What follows belongs to an exercise in optimizing a design on an open flow for small area; a production flow would make more cautious choices. The RTL was checked by simulation tests, not by an equivalence proof against the original design. Power and IR drop assume default switching activity.

Design hk_filter_chain, start of the top module:
module hk_filter_chain (
    input  wire        clk,
    input  wire        rst,           
    input  wire        run,           
    input  wire        sync,          
    input  wire [1:0]  cfg_order,     
    input  wire [2:0]  cfg_dec,       
    input  wire [9:0]  cfg_avg_m,     
    input  wire        cfg_lin_en,
    input  wire        mod_bit,
    input  wire        lin_we,
    input  wire [5:0]  lin_addr,
    input  wire [31:0] lin_wdata,
    output wire        word_valid,
    output wire [2:0]  word_seq,
    output wire        word_settling,
    output wire [23:0] word_code,
    output wire [31:0] word_val
);
Size in the first run: roughly 1700 flip-flops, ~120 I/O pins.
export LEC_CHECK = 0
export CAP_MARGIN = 20
export CORE_MARGIN = 2
export CORE_UTILIZATION = 40
export CTS_BUF_LIST = sky130_fd_sc_hd__clkbuf_16
export CTS_CLUSTER_DIAMETER = 120
export CTS_CLUSTER_SIZE = 24
export SLEW_MARGIN = 20
create_clock -name core_clock -period 18.0 [get_ports {clk}]
run.sh (not shown) runs the stock make flow with config.mk's settings and CLKGATE_MAP_FILE= SYNTH_SCRIPT=/design/flow/synth_recipe.tcl, a recipe that flattens the netlist after the stock synthesis.
Rerun with:
--- a/flow/design.v
+++ b/flow/design.v
@@ -227,31 +227,44 @@
     wire [10:0] sa, sb;
     wire        ge_a, ge_b;
     hk_rca #(11) u_da (.a(ra), .b({1'b1, ~dm}), .ci(1'b0), .s(sa), .co(ge_a));
     wire [9:0]  ra2 = ge_a ? sa[9:0] : ra[9:0];
     wire [10:0] rb = {ra2, Q[22]};
     hk_rca #(11) u_db (.a(rb), .b({1'b1, ~dm}), .ci(1'b0), .s(sb), .co(ge_b));
     wire [9:0]  rb2 = ge_b ? sb[9:0] : rb[9:0];
     wire        q0  = ge_b & ~((cnt == 4'd11) & dm[0] & ~(|rb2));
-    reg  [5:0]    r;
+    reg  [5:0]    r, r1;
     reg  [1055:0] ring;
-    wire [6:0]    dw   = {1'b0, lin_addr} - {1'b0, r} - 7'd1;
-    wire [5:0]    wpos = dw[6] ? (dw[5:0] + 6'd33) : dw[5:0];
-    wire          wen  = lin_we & (lin_addr <= 6'd32);
+    wire [6:0]    dw    = {1'b0, lin_addr} - {1'b0, r} - 7'd1;
+    wire [5:0]    wpos  = dw[6] ? (dw[5:0] + 6'd33) : dw[5:0];
+    wire [6:0]    dwb   = {1'b0, lin_addr} - {1'b0, r1};
+    wire [5:0]    wposb = dwb[6] ? (dwb[5:0] + 6'd33) : dwb[5:0];
+    wire          wen   = lin_we & (lin_addr <= 6'd32);
+    reg  [32:0]   wsel, wseln;
     integer p;
+    always @(*) begin
+        for (p = 0; p < 33; p = p + 1) begin
+            wsel[p]  = wen & (wpos == p);
+            wseln[p] = ~(wen & (wposb == p));
+        end
+    end
     always @(posedge clk) begin
-        r <= (r >= 6'd32) ? 6'd0 : r + 6'd1;
+        r  <= (r >= 6'd32) ? 6'd0 : r + 6'd1;
+        r1 <= (r >= 6'd31) ? r - 6'd31 : r + 6'd2;
         for (p = 0; p < 33; p = p + 1) begin
-            if (wen && (wpos == p))
-                ring[p*32 +: 32] <= (p % 2 == 1) ? ~lin_wdata : lin_wdata;
-            else if (p == 32)
-                ring[p*32 +: 32] <= ring[31:0];
+            if (p == 32)
+                ring[p*32 +: 32] <= ~((~ring[31:0] | {32{wsel[p]}}) &
+                                      (~lin_wdata | {32{wseln[p]}}));
+            else if (p % 2 == 1)
+                ring[p*32 +: 32] <= ~((ring[(p+1)*32 +: 32] | {32{wsel[p]}}) &
+                                      (lin_wdata | {32{wseln[p]}}));
             else
-                ring[p*32 +: 32] <= ~ring[(p+1)*32 +: 32];
+                ring[p*32 +: 32] <= ~((ring[(p+1)*32 +: 32] | {32{wsel[p]}}) &
+                                      (~lin_wdata | {32{wseln[p]}}));
         end
     end
     wire [4:0]  kk   = Q[23:19];
     wire [6:0]  dp   = {2'b0, kk} - {1'b0, r};
     wire [5:0]  pos  = dp[6] ? (dp[5:0] + 6'd33) : dp[5:0];
     wire        hit  = (st == ST_WAIT) & (pos[1:0] == 2'b00);
     reg  [3:0]  tsel;
     wire [3:0]  tix  = (st == ST_DC) ? tsel : pos[5:2];
What happened: Wire length rises by 13%. Worst setup slack improved by 25 ps. Final area falls by 1.7%. Worst hold slack improved by 4.2 ps. Clock skew rises by 14 ps. Critical path depth rises by 3. Via count rises by 13%. Die area falls by 2.0%. Global-route usage rises by 2.8 points. Clock power rises by about 2%. Utilization rises by 0.30 points. Power rises by 1.6%. Clock-buffer cell count rises by 1.

* * *

Another version of the RTL of hk_filter_chain (not shown whole).
For scale: about 5,600 cells after synthesis, ~1,700 flip-flops, ~64,000 µm² of cells after synthesis.
make LEC_CHECK=0 CAP_MARGIN=20 CORE_MARGIN=2 CORE_UTILIZATION=60 CTS_BUF_LIST=sky130_fd_sc_hd__clkbuf_16 CTS_CLUSTER_DIAMETER=120 CTS_CLUSTER_SIZE=24 SLEW_MARGIN=20 finish   # period 18.0 ns
Next try:
--- a/flow/design.v
+++ b/flow/design.v
@@ -289,54 +289,39 @@
                                       (~lin_wdata | {32{wseln[p]}}));
         end
     end
     wire [4:0]  kk   = Q[23:19];
     wire [6:0]  dp   = {2'b0, kk} - {1'b0, r};
     wire [5:0]  pos  = dp[6] ? (dp[5:0] + 6'd33) : dp[5:0];
     wire        hit  = (st == ST_WAIT) & (pos[1:0] == 2'b00);
     reg  [3:0]  tsel;
-    wire [3:0]  tix  = (st == ST_DC) ? tsel : pos[5:2];
     reg  [31:0] tapv;
+    integer t;
     always @(*) begin
-        case (tix)
-            4'd0:    tapv = ring[0*128 +: 32];
-            4'd1:    tapv = ring[1*128 +: 32];
-            4'd2:    tapv = ring[2*128 +: 32];
-            4'd3:    tapv = ring[3*128 +: 32];
-            4'd4:    tapv = ring[4*128 +: 32];
-            4'd5:    tapv = ring[5*128 +: 32];
-            4'd6:    tapv = ring[6*128 +: 32];
-            4'd7:    tapv = ring[7*128 +: 32];
-            default: tapv = ring[8*128 +: 32];
-        endcase
+        tapv = 32'd0;
+        for (t = 0; t < 9; t = t + 1)
+            tapv = tapv | (ring[t*128 +: 32] &
+                           {32{(st == ST_DC) ? (tsel == t) : (pos[5:2] == t)}});
     end
     reg  [31:0] YL;
     reg  [32:0] Dr;
     reg  [31:0] A;
     reg  [1:0]  lb;
     reg         stk;
     reg  [2:0]  dg;
     wire [32:0] dsub;
     hk_rca #(33) u_ds (.a({tapv[31], tapv}), .b(~{YL[31], YL}), .ci(1'b1), .s(dsub), .co());
     wire [20:0] fe = {1'b0, Q[18:0], 1'b0};
     reg  [2:0]  dnext;
+    integer di;
     always @(*) begin
-        case (cnt)
-            4'd0:    dnext = fe[2:0];
-            4'd1:    dnext = fe[4:2];
-            4'd2:    dnext = fe[6:4];
-            4'd3:    dnext = fe[8:6];
-            4'd4:    dnext = fe[10:8];
-            4'd5:    dnext = fe[12:10];
-            4'd6:    dnext = fe[14:12];
-            4'd7:    dnext = fe[16:14];
-            4'd8:    dnext = fe[18:16];
-            default: dnext = fe[20:18];
-        endcase
+        dnext = 3'd0;
+        for (di = 0; di < 10; di = di + 1)
+            dnext = dnext | (fe[2*di +: 3] & {3{cnt == di}});
     end
     wire        b_one = dg[1] ^ dg[0];
     wire        b_two = (dg[2] ^ dg[1]) & ~(dg[1] ^ dg[0]);
     wire        b_neg = dg[2];
     wire [33:0] b_mag = b_one ? {Dr[32], Dr} : (b_two ? {Dr, 1'b0} : 34'd0);
     wire [33:0] bsum;
     hk_rca #(34) u_bo (.a({A[31], A[31], A}), .b(b_neg ? ~b_mag : b_mag), .ci(b_neg),
                        .s(bsum), .co());
What happened: The changed run completed with no timing, DRC or antenna violations; synthesized area decreases by 1.9%; global-route usage increases by 1.8 points; sequential power decreases by about 3%; final area decreases by 1.2%; via count increases by 3.6%; clock-buffer cell count decreases by 4; sequential share of layout area increases by 0.64 points; final cell count increases by 1.8%; wire length increases by 3.9%; maximum frequency decreases by 0.34%; die area decreases by 1.9%; worst setup slack loses 0.058 ns; combinational power decreases by 8.8%.

[what the ideal ports hide]
The results above use ideal ports. As a check the final layouts listed here were re-extracted and re-timed, cells and wires unchanged.
Step 1 (the two cells are an assumption about what drives the block):
set clk [get_ports {clk}]
set_driving_cell -lib_cell sky130_fd_sc_hd__clkbuf_16 $clk
set_driving_cell -lib_cell sky130_fd_sc_hd__buf_2 [delete_from_list [all_inputs] $clk]
Step 2, shift: input delay + t, output delay - t, t = (earliest + latest rising clock arrival at the registers) / 2. This alone moves slack from input paths to output paths.
a / b / c = ideal ports / drivers / drivers and shift; a / b = the first two.
run | t, ns | setup slack, ns | worst setup path at the end | clock arrival spread, ns | worst data-port slew with drivers (ns)
the first run of note 1 | 0.790 | 0.762 / 0.762 / 0.762 | register to register | 0.042 / 0.042 | 0.17
the second run of note 1 | 0.802 | 0.787 / 0.787 / 0.787 | register to register | 0.057 / 0.057 | 0.32
the first run of note 2 | 0.756 | 0.742 / 0.742 / 0.742 | register to register | 0.039 / 0.038 | 0.13
the second run of note 2 | 0.776 | 0.684 / 0.684 / 0.652 | input to register | 0.062 / 0.062 | 0.18
After both steps setup and hold are still met in every run listed. For the second run of note 2, which loses most, drivers alone change the setup slack by 0.000 ns; drivers and shift together by -0.032 ns.
